Context: an optimization exercise on an open-source flow, tuned for small area, a short achievable clock period and few clock cycles. The choices shown serve that exercise and are no tape-out recipe.
Only simulation tests tie the RTL to the original design; equivalence was not proved.

==> inputs of trial 11 <==
Design dig_ctx, start of the top module:
module dig_ctx (
  input             clk,
  input             rst,           
  input             open_valid,    
  input      [2:0]  open_alg,      
  input             rel,           
  input             exp_we,        
  input      [2:0]  exp_idx,
  input      [31:0] exp_data,
  input             in_valid,      
  input      [31:0] in_data,
  input             in_last,
  input      [2:0]  in_nbytes,     
  output            in_ready,
  output reg [1:0]  open_resp,     
  output            ctx_busy,
  output            ctx_finished,
  output reg        equal,
  output reg        no_expected,
  output reg [15:0] not_equal_cnt
);
  localparam [1:0] RESP_NONE = 2'd0, RESP_OK = 2'd1, RESP_BUSY = 2'd2, RESP_BAD = 2'd3;
  localparam [2:0] S_FREE = 3'd0,   
                   S_PRO  = 3'd1,   
                   S_RUN  = 3'd2,   
                   S_CMP  = 3'd3,   
                   S_FIN  = 3'd4,   
                   S_WAIT = 3'd5;   
  localparam [255:0] IV = {32'h6a09e667, 32'hbb67ae85, 32'h3c6ef372, 32'ha54ff53a,
                           32'h510e527f, 32'h9b05688c, 32'h1f83d9ab, 32'h5be0cd19};
  reg [2:0]  state;
  reg [6:0]  kidx;         
  reg [3:0]  slot;         
  ...
Settings: LEC_CHECK=0, CAP_MARGIN=20, CORE_MARGIN=2, CORE_UTILIZATION=40, PLACE_DENSITY=0.6, SETUP_SLACK_MARGIN=5, SLEW_MARGIN=20, TNS_END_PERCENT=5; clock period 10.0 ns.
standard.sh (not shown) runs the stock make flow with config.mk's settings and CLKGATE_MAP_FILE= SYNTH_SCRIPT=/design/flow/synth_recipe.tcl, a recipe that flattens the netlist after the stock synthesis.
==> flow/flow/run.sh <==
#!/bin/bash
# Own flow: the standard layout (standard.sh) with one change in synthesis:
# the ABC mapping runs flow/map.abc (strash; dch -f; map -D 3000; then
# buffering and gate sizing to 3 ns) instead of ORFS's abc_speed script. Everything else, including the
# registers Yosys infers, is the standard flow.
# Logs: flow.log (make and OpenROAD output) and ORFS's own logs under orfs/logs.
set -euo pipefail
here=$(pwd)

# ORFS's synth.tcl with only its abc call changed
sed "s|log_cmd abc {\*}\$abc_args|log_cmd abc {*}[lrange \$abc_args 2 end] -script $here/flow/map.abc -D 3000|" \
  "$FLOW_HOME/scripts/synth.tcl" > "$here/synth_map.tcl"
grep -q "flow/map.abc -D 3000" "$here/synth_map.tcl"

# The standard flow's synthesis script, sourcing that copy
sed "s|source \$::env(SCRIPTS_DIR)/synth.tcl|source $here/synth_map.tcl|" \
  "$here/synth_recipe.tcl" > "$here/synth_own.tcl"
grep -q "source $here/synth_map.tcl" "$here/synth_own.tcl"

# The standard flow's layout command, with that synthesis script
sed "s|SYNTH_SCRIPT=[^ ]*synth_recipe.tcl|SYNTH_SCRIPT=$here/synth_own.tcl|" \
  "$here/standard.sh" > "$here/standard_own.sh"
grep -q "SYNTH_SCRIPT=$here/synth_own.tcl" "$here/standard_own.sh"

bash "$here/standard_own.sh" > "$here/flow.log" 2>&1
==> flow/flow/map.abc <==
strash
dch -f
map {D}
topo
stime -c
buffer -c
upsize {D}
dnsize {D}
==> build 22 (differences from trial 11) <==
--- a/flow/design.v
+++ b/flow/design.v
@@ -30,10 +30,11 @@
                            32'h510e527f, 32'h9b05688c, 32'h1f83d9ab, 32'h5be0cd19};
   reg [2:0]  state;
   reg [6:0]  kidx;         
   reg [3:0]  slot;         
   reg [4:0]  m;            
+  reg [1:0]  rot;          
   reg [31:0] w [0:15];     
   reg [31:0] qa [0:3];     
   reg [31:0] qe [0:3];     
   reg [31:0] exp_v [0:7];  
   reg [7:0]  exp_wr;       
@@ -48,29 +49,79 @@
   reg        r63_q;        
   reg        init_q;       
   reg        cmp_q;        
   reg [31:0] a, b, c, d, e, f, g, hh;
   integer i;
-  localparam [2047:0] K_TAB = {
-    32'hc67178f2, 32'hbef9a3f7, 32'ha4506ceb, 32'h90befffa,
-    32'h8cc70208, 32'h84c87814, 32'h78a5636f, 32'h748f82ee,
-    32'h682e6ff3, 32'h5b9cca4f, 32'h4ed8aa4a, 32'h391c0cb3,
-    32'h34b0bcb5, 32'h2748774c, 32'h1e376c08, 32'h19a4c116,
-    32'h106aa070, 32'hf40e3585, 32'hd6990624, 32'hd192e819,
-    32'hc76c51a3, 32'hc24b8b70, 32'ha81a664b, 32'ha2bfe8a1,
-    32'h92722c85, 32'h81c2c92e, 32'h766a0abb, 32'h650a7354,
-    32'h53380d13, 32'h4d2c6dfc, 32'h2e1b2138, 32'h27b70a85,
-    32'h14292967, 32'h06ca6351, 32'hd5a79147, 32'hc6e00bf3,
-    32'hbf597fc7, 32'hb00327c8, 32'ha831c66d, 32'h983e5152,
-    32'h76f988da, 32'h5cb0a9dc, 32'h4a7484aa, 32'h2de92c6f,
-    32'h240ca1cc, 32'h0fc19dc6, 32'hefbe4786, 32'he49b69c1,
-    32'hc19bf174, 32'h9bdc06a7, 32'h80deb1fe, 32'h72be5d74,
-    32'h550c7dc3, 32'h243185be, 32'h12835b01, 32'hd807aa98,
-    32'hab1c5ed5, 32'h923f82a4, 32'h59f111f1, 32'h3956c25b,
-    32'he9b5dba5, 32'hb5c0fbcf, 32'h71374491, 32'h428a2f98
-  };
-  wire [31:0] k_t = K_TAB[{kidx[5:0], 5'd0} +: 32];
+  reg [31:0] k_t;
+  always @(*) begin
+    case (kidx[5:0])
+      6'd0: k_t = 32'h428a2f98;
+      6'd1: k_t = 32'h71374491;
+      6'd2: k_t = 32'hb5c0fbcf;
+      6'd3: k_t = 32'he9b5dba5;
+      6'd4: k_t = 32'h3956c25b;
+      6'd5: k_t = 32'h59f111f1;
+      6'd6: k_t = 32'h923f82a4;
+      6'd7: k_t = 32'hab1c5ed5;
+      6'd8: k_t = 32'hd807aa98;
+      6'd9: k_t = 32'h12835b01;
+      6'd10: k_t = 32'h243185be;
+      6'd11: k_t = 32'h550c7dc3;
+      6'd12: k_t = 32'h72be5d74;
+      6'd13: k_t = 32'h80deb1fe;
+      6'd14: k_t = 32'h9bdc06a7;
+      6'd15: k_t = 32'hc19bf174;
+      6'd16: k_t = 32'he49b69c1;
+      6'd17: k_t = 32'hefbe4786;
+      6'd18: k_t = 32'h0fc19dc6;
+      6'd19: k_t = 32'h240ca1cc;
+      6'd20: k_t = 32'h2de92c6f;
+      6'd21: k_t = 32'h4a7484aa;
+      6'd22: k_t = 32'h5cb0a9dc;
+      6'd23: k_t = 32'h76f988da;
+      6'd24: k_t = 32'h983e5152;
+      6'd25: k_t = 32'ha831c66d;
+      6'd26: k_t = 32'hb00327c8;
+      6'd27: k_t = 32'hbf597fc7;
+      6'd28: k_t = 32'hc6e00bf3;
+      6'd29: k_t = 32'hd5a79147;
+      6'd30: k_t = 32'h06ca6351;
+      6'd31: k_t = 32'h14292967;
+      6'd32: k_t = 32'h27b70a85;
+      6'd33: k_t = 32'h2e1b2138;
+      6'd34: k_t = 32'h4d2c6dfc;
+      6'd35: k_t = 32'h53380d13;
+      6'd36: k_t = 32'h650a7354;
+      6'd37: k_t = 32'h766a0abb;
+      6'd38: k_t = 32'h81c2c92e;
+      6'd39: k_t = 32'h92722c85;
+      6'd40: k_t = 32'ha2bfe8a1;
+      6'd41: k_t = 32'ha81a664b;
+      6'd42: k_t = 32'hc24b8b70;
+      6'd43: k_t = 32'hc76c51a3;
+      6'd44: k_t = 32'hd192e819;
+      6'd45: k_t = 32'hd6990624;
+      6'd46: k_t = 32'hf40e3585;
+      6'd47: k_t = 32'h106aa070;
+      6'd48: k_t = 32'h19a4c116;
+      6'd49: k_t = 32'h1e376c08;
+      6'd50: k_t = 32'h2748774c;
+      6'd51: k_t = 32'h34b0bcb5;
+      6'd52: k_t = 32'h391c0cb3;
+      6'd53: k_t = 32'h4ed8aa4a;
+      6'd54: k_t = 32'h5b9cca4f;
+      6'd55: k_t = 32'h682e6ff3;
+      6'd56: k_t = 32'h748f82ee;
+      6'd57: k_t = 32'h78a5636f;
+      6'd58: k_t = 32'h84c87814;
+      6'd59: k_t = 32'h8cc70208;
+      6'd60: k_t = 32'h90befffa;
+      6'd61: k_t = 32'ha4506ceb;
+      6'd62: k_t = 32'hbef9a3f7;
+      default: k_t = 32'hc67178f2;
+    endcase
+  end
   wire run     = (state == S_RUN);
   wire wt      = (state == S_WAIT);
   wire r63     = r63_q;                   
   wire init    = init_q;
   wire blk_run  = run && (kidx <= 7'd14 || kidx >= 7'd63) && !final_blk;
@@ -150,11 +201,12 @@
   wire [31:0] a4s = csa_s(a2s, a2c, b1c), a4c = csa_c(a2s, a2c, b1c);
   wire [31:0] a_new = ks_add(a4s, a4c);
   wire cmp = cmp_q;
   wire [31:0] sum_a = (cmp ? 32'd0 : qa[3]) + (first ? 32'd0 : a);
   wire [31:0] sum_e = (cmp ? 32'd0 : qe[3]) + (first ? 32'd0 : e);
-  wire ff_add = run && kidx >= 7'd62;     
+  wire ff_add = (run && kidx >= 7'd62) ||   
+                (wt && rot != 2'd2);        
   wire ff_h0  = run && kidx == 7'd1;      
   wire [31:0] p_h   = r63 ? qe[1] : g;
   wire [31:0] p_new = p_h + k_t + w[15];
   wire [31:0] ws0   = {w[1][6:0], w[1][31:7]} ^ {w[1][17:0], w[1][31:18]} ^ (w[1] >> 3);
   wire [31:0] ws1   = {w[14][16:0], w[14][31:17]} ^ {w[14][18:0], w[14][31:19]} ^ (w[14] >> 10);
@@ -181,15 +233,13 @@
   end
   always @(posedge clk) begin
     if (start) begin
       qa[0] <= IV[191:160]; qa[1] <= IV[159:128]; qa[2] <= IV[255:224]; qa[3] <= IV[223:192];
       qe[0] <= IV[63:32];   qe[1] <= IV[31:0];    qe[2] <= IV[127:96];  qe[3] <= IV[95:64];
-    end else begin
-      qa[0] <= ff_h0 ? a : ff_add ? sum_a : qa[3];
-      qe[0] <= ff_h0 ? e : ff_add ? sum_e : qe[3];
-      qa[1] <= qa[0]; qa[2] <= qa[1]; qa[3] <= qa[2];
-      qe[1] <= qe[0]; qe[2] <= qe[1]; qe[3] <= qe[2];
+    end else if (ff_add || ff_h0) begin
+      qa[0] <= ff_h0 ? a : sum_a; qa[1] <= qa[0]; qa[2] <= qa[1]; qa[3] <= qa[2];
+      qe[0] <= ff_h0 ? e : sum_e; qe[1] <= qe[0]; qe[2] <= qe[1]; qe[3] <= qe[2];
     end
   end
   always @(posedge clk) begin
     if (exp_ok)
       exp_v[exp_idx] <= exp_data;
@@ -213,10 +263,11 @@
       r63_q         <= 1'b0;
       init_q        <= 1'b0;
       cmp_q         <= 1'b0;
       slot          <= 4'd0;
       m             <= 5'd0;
+      rot           <= 2'd0;
     end else begin
       if (!open_valid)
         open_resp <= RESP_NONE;
       else if (state != S_FREE)
         open_resp <= RESP_BUSY;
@@ -283,19 +334,21 @@
           kidx   <= (kidx == 7'd64) ? 7'd1 : kidx + 7'd1;
           if (kidx == 7'd15) m <= 5'd0;    
           if (kidx == 7'd14 && !m_next[4]) begin
             state <= S_WAIT;
             first <= 1'b1;
+            rot   <= 2'd0;
             r63_q <= 1'b0;
           end
           if (kidx == 7'd64 && final_blk && !init) begin
             state <= S_CMP;
             cmp_q <= 1'b1;
             kidx  <= 7'd1;
           end
         end else if (wt) begin
-          if (slot == 4'd0 && m_next != 5'd0) begin
+          if (rot != 2'd2) rot <= rot + 2'd1;
+          if (slot == 4'd0 && m_next[4] && rot != 2'd0) begin
             state  <= S_RUN;
             kidx   <= 7'd64;
             r63_q  <= 1'b1;
             init_q <= 1'b1;
           end
==> flow/run.sh (new file) <==
#!/bin/bash
# synth_recipe.tcl (not shown) runs the flow's synth.tcl, then flattens the netlist and writes it again
# the make line also repeats each setting of config.mk as NAME=value (left out here)
make -C /OpenROAD-flow-scripts/flow DESIGN_CONFIG=/design/flow/config.mk WORK_HOME=/design/flow/orfs CLKGATE_MAP_FILE= SYNTH_SCRIPT=/design/flow/synth_recipe.tcl finish
- TNS_END_PERCENT: 5 -> default
removed: flow/flow/run.sh
removed: flow/flow/map.abc
removed: flow/standard.sh
==> build 30 (differences from trial 11) <==
--- a/flow/design.v
+++ b/flow/design.v
@@ -291,11 +291,11 @@
             state <= S_CMP;
             cmp_q <= 1'b1;
             kidx  <= 7'd1;
           end
         end else if (wt) begin
-          if (slot == 4'd0 && m_next != 5'd0) begin
+          if (slot == 4'd0 && m_next[4]) begin
             state  <= S_RUN;
             kidx   <= 7'd64;
             r63_q  <= 1'b1;
             init_q <= 1'b1;
           end
==> build 89 (differences from trial 11) <==
--- a/flow/design.v
+++ b/flow/design.v
@@ -291,11 +291,11 @@
             state <= S_CMP;
             cmp_q <= 1'b1;
             kidx  <= 7'd1;
           end
         end else if (wt) begin
-          if (slot == 4'd0 && m_next != 5'd0) begin
+          if (slot == 4'd0 && m_next[4]) begin
             state  <= S_RUN;
             kidx   <= 7'd64;
             r63_q  <= 1'b1;
             init_q <= 1'b1;
           end
--- a/flow/flow/run.sh
+++ b/flow/flow/run.sh
@@ -1,9 +1,9 @@
 #!/bin/bash
 # Own flow: the standard layout (standard.sh) with one change in synthesis:
-# the ABC mapping runs flow/map.abc (strash; dch -f; map -D 3000; then
-# buffering and gate sizing to 3 ns) instead of ORFS's abc_speed script. Everything else, including the
+# the ABC mapping runs flow/map.abc (strash; dch -f; map -D 3000; topo;
+# stime) instead of ORFS's abc_speed script. Everything else, including the
 # registers Yosys infers, is the standard flow.
 # Logs: flow.log (make and OpenROAD output) and ORFS's own logs under orfs/logs.
 set -euo pipefail
 here=$(pwd)
 
==> flow/flow/map.abc (replaced) <==
strash
dch -f
map {D}
topo
stime -c
==> qor.txt <==
Outcome: finished clean
Total global-route track usage: 0.2705
Post-synth top cells: dfxtp_1 (1146), nand2_1 (772), a21oi_1 (429)
Final core utilization: 0.4975
CTS-repair resized insts: 569
Headroom to the max-slew limit: 0.2266
CP startpoint: cmp_q$_SDFFE_PP0P_
Total Nets Final: 7725
Peak Freq: 187.3 MHz
Site Rows: 152
Synth area leaders: dfxtp_1 (33%), edfxtp_1 (11%), fa_1 (9.1%)
Routed wire length: 245.5 mm
Tap cell instance count: 2310
Mux share of post-synthesis cell area: 0.06238
Post-Synth Simple-Gate Area: 0.1290
Final WS setup: 4.661 ns
That was build 22.
==> qor.txt <==
Tap cell instance count: 2218
Synth area leaders: dfxtp_1 (33%), edfxtp_1 (11%), fa_1 (9.2%)
CTS-repair resized insts: 191
Vias in the first global route: 53860
CP startpoint: kidx[1]$_SDFFE_PP0P_
Peak Freq: 202.1 MHz
Final WS setup: 5.053 ns
DR iter-0 viols: 6272
Outcome: finished clean
Data arrival, critical path: 2.95 ns
Routed wire length: 267.2 mm
Final core utilization: 0.4649
Site Rows: 151
That was build 30.
==> qor.txt <==
Final WS setup: 5.028 ns
Peak Freq: 201.1 MHz
Final core utilization: 0.4599
Tap cell instance count: 2310
Routed wire length: 262.0 mm
Headroom to the max-slew limit: 0.2772
CP startpoint: a[14]$_DFF_P_
Site Rows: 152
Post-Synth Simple-Gate Area: 0.1616
Synth area leaders: dfxtp_1 (32%), edfxtp_1 (11%), fa_1 (9.1%)
Total Nets Final: 8622
Post-synth top cells: inv_1 (1140), dfxtp_1 (1112), nand2_1 (1042)
Total global-route track usage: 0.2945
Cts bufs inserted: 147
CP startpoint kind: flop
Outcome: finished clean
That was trial 11.
==> qor.txt <==
CTS-repair resized insts: 330
CP startpoint: a[24]$_DFF_P_
Final core utilization: 0.4807
Outcome: finished clean
Mux share of post-synthesis cell area: 0.0001502
Routed wire length: 266.5 mm
Post-Synth Simple-Gate Area: 0.1557
CP endpoint kind: flop
Peak Freq: 197.0 MHz
Site Rows: 149
Final WS setup: 4.923 ns
Total global-route track usage: 0.3106
Tap cell instance count: 2189
That was build 89.
Testbench counts of trial 11, summed over its fixed seeds: cycles 90,876.
Testbench counts of build 22, summed over its fixed seeds: cycles 91,116.
Testbench counts of build 30, summed over its fixed seeds: cycles 91,116.
Testbench counts of build 89, summed over its fixed seeds: cycles 91,116.

afterwards: timing with drivers on the ports:
Ports are ideal in the flow. The routed layouts listed here were re-timed in OpenROAD.
Step 1: set_driving_cell puts a clkbuf_16 on clk and a buf_2 on each other input, an assumption about the parent block.
Step 2 also shifts input and output timing later by t, the mid clock arrival at the registers, as if the neighbouring blocks saw the same clock.
a / b / c = ideal / step 1 / step 2; a / b = the first two.
run	shift t [ns]	setup WS [ns]	worst setup path after step 2	worst register clock-pin slew, ns	pins driven straight from the clock port
trial 11	0.907	5.028 / 4.945 / 4.402	input to register	0.07 / 0.07	1
build 22	0.906	4.661 / 4.661 / 4.162	input to register	0.07 / 0.07	1
build 30	0.907	5.053 / 4.960 / 4.265	input to register	0.07 / 0.07	1
build 89	0.899	4.923 / 4.911 / 4.291	input to register	0.08 / 0.08	1
After both steps every run listed still meets setup and hold. For build 30, which loses most, drivers alone change the setup slack by -0.093 ns; drivers and shift together by -0.788 ns.
